Context: an optimization exercise on an open-source flow, tuned for small area, a short achievable clock period and few clock cycles. The choices shown serve that exercise and are no tape-out recipe.
Only simulation tests tie the RTL to the original design; equivalence was not proved.

north:
Design dgs_sha256, start of the top module:
module dgs_sha256 (
    input  wire         clk,
    input  wire         rst,         
    input  wire         start,
    input  wire         load_state,
    input  wire         partial,
    input  wire [255:0] state_in,    
    input  wire [63:0]  count_in,    
    output wire         idle,
    input  wire         in_valid,
    output wire         in_ready,
    input  wire [31:0]  in_data,     
    input  wire         in_last,
    input  wire [2:0]   in_nbytes,   
    output reg          done,
    output wire         err,
    output wire [255:0] digest,
    output wire [63:0]  count_out
);
clock: 10.0 ns
lec_check: 0
cap_margin: 20
core_margin: 2
core_utilization: 40
setup_slack_margin: 4.5
slew_margin: 20
standard.sh (not shown) runs the stock make flow with config.mk's settings and CLKGATE_MAP_FILE= SYNTH_SCRIPT=/design/flow/synth_recipe.tcl, a recipe that flattens the netlist after the stock synthesis.
==> flow/flow/run.sh <==
#!/bin/bash
# The standard layout, with the port buffers made of the smallest buffer cell
# and a clock tree of smaller buffers without dummy loads.
set -euo pipefail
export BUFFER_PORTS_ARGS="-buffer_cell sky130_fd_sc_hd__buf_1"
export CTS_ARGS="-sink_clustering_enable -repair_clock_nets -dont_use_dummy_load -buf_list sky130_fd_sc_hd__clkbuf_4"
bash standard.sh > standard.log 2>&1
Testbench counts of north, summed over its fixed seeds: cycles 31,040.
--- input diff north..south ---
-- flow/config.mk --
<<< north, line 9
export CORE_MARGIN = 2
export CORE_UTILIZATION = 40
export SETUP_SLACK_MARGIN = 4.5
export SLEW_MARGIN = 20
>>> south, line 9
export CORE_MARGIN = 2
export CORE_UTILIZATION = 60
export SETUP_SLACK_MARGIN = 5
export SLEW_MARGIN = 20
## What came out
Comparing south and north, the lower portion of the clock cycle consumed by the worst path in the final layout was measured on south.
In the metrics for south and north, the one carrying the higher placed instance area is north.
## Diff of input files: east against south
-- flow/config.mk --
<<< south, line 9
export CORE_MARGIN = 2
export CORE_UTILIZATION = 60
export SETUP_SLACK_MARGIN = 5
>>> east, line 9
export CORE_MARGIN = 2
export CORE_UTILIZATION = 40
export PLACE_DENSITY = 0.75
export SETUP_SLACK_MARGIN = 5
Summary of east over south: required arrival time at the worst endpoint now smaller; shortest period the worst path allows now smaller.
Compared to south, the routing of east uses more wire.
The worst hold slack after final layout of east falls short of that of south by 0.0066 ns.
Changes observed in east relative to south: combined global-route utilization of all metal layers has decreased, via count of the first global-routing pass has increased.
The end point of the critical path comes out a[28] in one run and a[31] in the other, namely in east and south respectively.
diff inputs: east => west
==> flow/flow/run.sh <==
#!/bin/bash
# The standard layout, with the port buffers made of the smallest buffer cell
# and a clock tree of smaller buffers without dummy loads.
set -euo pipefail
export BUFFER_PORTS_ARGS="-buffer_cell sky130_fd_sc_hd__buf_1"
export CTS_ARGS="-sink_clustering_enable -repair_clock_nets -dont_use_dummy_load -buf_list sky130_fd_sc_hd__clkbuf_8 -sink_clustering_size 12 -sink_clustering_max_diameter 40"
bash standard.sh > standard.log 2>&1
-- flow/config.mk --
<<< east, line 9
export CORE_MARGIN = 2
export CORE_UTILIZATION = 40
export PLACE_DENSITY = 0.75
export SETUP_SLACK_MARGIN = 5
>>> west, line 9
export CORE_MARGIN = 2
export CORE_UTILIZATION = 50
export SETUP_SLACK_MARGIN = 5
Notes after the runs:
west finished every step from synthesis to the final layout, and the layout passed the timing, DRC and antenna checks.
Fill cell instance count of the final layout: west vs east down about 24%
From east to west the numbers moved as follows: logic depth of the worst path, buffers included went down.
Relative to east, buffers plus inverters on the worst setup path has gone up in west.

dgs_sha256 again, from the RTL that the note above started with.
Design dgs_sha256, start of the top module:
module dgs_sha256 (
    input  wire         clk,
    input  wire         rst,         
    input  wire         start,
    input  wire         load_state,
    input  wire         partial,
    input  wire [255:0] state_in,    
    input  wire [63:0]  count_in,    
    output wire         idle,
    input  wire         in_valid,
    output wire         in_ready,
    input  wire [31:0]  in_data,     
    input  wire         in_last,
    input  wire [2:0]   in_nbytes,   
    output reg          done,
    output wire         err,
    output wire [255:0] digest,
    output wire [63:0]  count_out
);
Settings: LEC_CHECK=0, CAP_MARGIN=10, CORE_MARGIN=2, CORE_UTILIZATION=50, SETUP_SLACK_MARGIN=5, SLEW_MARGIN=10; clock period 10.0 ns.
==> flow/flow/run.sh <==
#!/bin/bash
# The standard layout, with the port buffers made of the smallest buffer cell
# and a clock tree of smaller buffers without dummy loads.
set -euo pipefail
export BUFFER_PORTS_ARGS="-buffer_cell sky130_fd_sc_hd__buf_1"
export CTS_ARGS="-sink_clustering_enable -repair_clock_nets -dont_use_dummy_load -buf_list sky130_fd_sc_hd__clkbuf_4"
bash standard.sh > standard.log 2>&1
The first run finished clean.
Testbench counts at the start, summed over its fixed seeds: cycles 31,040.
Edit:
--- a/flow/config.mk
+++ b/flow/config.mk
@@ -8 +8 @@
-export CAP_MARGIN = 10
+export CAP_MARGIN = 20
@@ -10 +10 @@
-export CORE_UTILIZATION = 50
+export CORE_UTILIZATION = 40
@@ -12 +12 @@
-export SLEW_MARGIN = 10
+export SLEW_MARGIN = 20
Setup slack degrades by 120 ps.
Cell area climbs slightly.
Worst hold slack loses 20 ps.
Global-route usage went down by 5.3 points.
Wire length climbs by a few percent.
Fmax shrinks by a few percent.
Area after synthesis is unchanged.
Die area rose by a quarter to a third.

run 1:
dgs_sha256, a different RTL version from the one above (not shown whole).
Size in the first run: about 5,900 cells after synthesis, roughly 1,200 flip-flops, about 70,000 um^2 of cells after synthesis.
==> flow/design.v (excerpt) <==
module dgs_sha256 (
    input  wire         clk,
    input  wire         rst,         
    input  wire         start,
    input  wire         load_state,
    input  wire         partial,
    input  wire [255:0] state_in,    
    input  wire [63:0]  count_in,    
    output wire         idle,
    input  wire         in_valid,
    output wire         in_ready,
    input  wire [31:0]  in_data,     
    input  wire         in_last,
    input  wire [2:0]   in_nbytes,   
    output reg          done,
    output wire         err,
    output wire [255:0] digest,
    output wire [63:0]  count_out
);
==> flow/config.mk <==
export PLATFORM = sky130hd
export DESIGN_NAME = dgs_sha256
export DESIGN_NICKNAME = dgs_sha256
export VERILOG_FILES = /design/flow/design.v
export SDC_FILE = /design/flow/constraint.sdc
export NUM_CORES = 4
export LEC_CHECK = 0
export CAP_MARGIN = 20
export CORE_MARGIN = 2
export CORE_UTILIZATION = 40
export SETUP_SLACK_MARGIN = 5
export SLEW_MARGIN = 20
==> flow/constraint.sdc <==
create_clock -name core_clock -period 10.0 [get_ports {clk}]
set_input_delay 2.0000 -clock core_clock [delete_from_list [all_inputs] [get_ports {clk}]]
set_output_delay 2.0000 -clock core_clock [all_outputs]
set_load 0.01 [all_outputs]
==> flow/flow/run.sh <==
#!/bin/bash
# The standard layout, with the port buffers made of the smallest buffer cell.
set -euo pipefail
export BUFFER_PORTS_ARGS="-buffer_cell sky130_fd_sc_hd__buf_1"
bash standard.sh > standard.log 2>&1
Testbench counts of run 1, summed over its fixed seeds: cycles 31,040.
For run 2, these inputs were changed with respect to run 1:
==> flow/run.sh (new file) <==
#!/bin/bash
# synth_recipe.tcl (not shown) runs the flow's synth.tcl, then flattens the netlist and writes it again
# the make line also repeats each setting of config.mk as NAME=value (left out here)
make -C /OpenROAD-flow-scripts/flow DESIGN_CONFIG=/design/flow/config.mk WORK_HOME=/design/flow/orfs CLKGATE_MAP_FILE= SYNTH_SCRIPT=/design/flow/synth_recipe.tcl finish
removed: flow/flow/run.sh
removed: flow/standard.sh
Run 1 → run 2: final layout net count roughly the same, post-synthesis share of cell area spent on and, or, nand and nor gates roughly the same, proportion of cell area occupied by multi-input gates lower, total routed wirelength higher, design area higher. Relative to run 1, logic depth of the worst register-to-register path decreased by 1 in run 2. Run 2: PASS, flow complete, no timing, DRC or antenna violations. Run 2 ended up with a[24] as its first element of the critical path; run 1 ended up with e[3]. Count of non-CTS buffers in the layout delta for run 2 relative to run 1: 13 lower.
### run 2 -> run 3
# run 2
export LEC_CHECK = 0
export CAP_MARGIN = 20
export CORE_MARGIN = 2
export CORE_UTILIZATION = 40
export SETUP_SLACK_MARGIN = 5
export SLEW_MARGIN = 20
create_clock -name core_clock -period 10.0 [get_ports {clk}]
# run 3
export LEC_CHECK = 0
export CAP_MARGIN = 20
export CORE_MARGIN = 2
export CORE_UTILIZATION = 60
export SETUP_SLACK_MARGIN = 5
export SLEW_MARGIN = 20
create_clock -name core_clock -period 10.0 [get_ports {clk}]
--- outcome ---
Relative to run 2, signal arrival time at the worst endpoint decreased by 50 ps in run 3.
Between run 2 and run 3, minimum period implied by the final worst setup slack is lower for run 2, run 3 comes in above that.
On measured slew at the worst slew-check pin, the lower figure sits with run 2, not run 3.
[diff] hold slack, run 3 relative to run 2: regression
Core utilization for run 3: 24 points up relative to run 2
Run 3 ended up with edfxtp_1 as its library cell contributing the largest single delay on the critical path; run 2 ended up with fa_1.

## oak
dgs_sha256, a different RTL version from the one above (not shown whole).
Size in the first run: about 1200 flip-flops, ~690 I/O pins, about 73000 um2 of cells after synthesis.
clock: 10.0 ns
lec_check: 0
cap_margin: 20
core_margin: 2
core_utilization: 40
setup_slack_margin: 5
slew_margin: 20
run.sh (not shown) runs the stock make flow with config.mk's settings and CLKGATE_MAP_FILE= SYNTH_SCRIPT=/design/flow/synth_recipe.tcl, a recipe that flattens the netlist after the stock synthesis.
Stock flow here: none of the scripts above is used.
Testbench counts of oak, summed over its fixed seeds: cycles 31,040.
> inputs changed (oak -> pine)
- SETUP_SLACK_MARGIN no longer set, was 5
Notes after the runs:
- Min non-clock buffer count in the final layout across pine and oak: pine
- Taking oak as the reference, in pine buffer count from post-CTS setup fixing down 131; final instance area down 3.5%.
- There was hardly any difference in share of async-settable or async-resettable flops after synthesis between pine and oak.
- Compared with oak, in pine depth of the worst register-to-register path grew by 5, via density per instance held steady.
- In pine the final worst-path setup slack turned out 1370 ps lower than in oak.

re-timing with driven ports:
The results above use ideal ports. As a check the final layouts listed here were re-extracted and re-timed, cells and wires unchanged.
Step 1, drivers: a clkbuf_16 drives clk and a buf_2 each remaining input, both assumed.
Step 2 times the ports against the registers' clock, not the clock port: input delays grow and output delays shrink by t, the midpoint of the rising clock arrivals with the driver on.
a / b / c = ideal / step 1 / step 2; a / b = the first two.
run	t (ns)	setup WS [ns]	hold slack, ns
north	1.387	4.663 / 4.663 / 4.270	0.310 / 0.310 / 0.310
south	1.369	4.796 / 4.796 / 3.917	0.276 / 0.276 / 0.276
east	1.365	4.904 / 4.904 / 4.001	0.269 / 0.269 / 0.269
west	0.964	5.001 / 5.001 / 4.302	0.379 / 0.379 / 0.379
the first run of note 2	1.321	5.035 / 5.035 / 4.256	0.367 / 0.367 / 0.367
the second run of note 2	1.361	4.920 / 4.920 / 4.356	0.348 / 0.348 / 0.348
run 1	0.871	4.810 / 4.810 / 4.300	0.409 / 0.409 / 0.409
run 2	0.876	4.836 / 4.836 / 4.259	0.407 / 0.407 / 0.407
run 3	0.835	4.721 / 4.721 / 4.355	0.352 / 0.352 / 0.352
oak	0.899	4.407 / 4.407 / 4.220	0.405 / 0.405 / 0.405
pine	0.919	3.035 / 3.035 / 3.035	0.412 / 0.412 / 0.412
After both steps setup and hold are still met in every run listed. The setup slack of east, which loses most, moves by 0.000 ns with the drivers and by -0.903 ns with both steps.
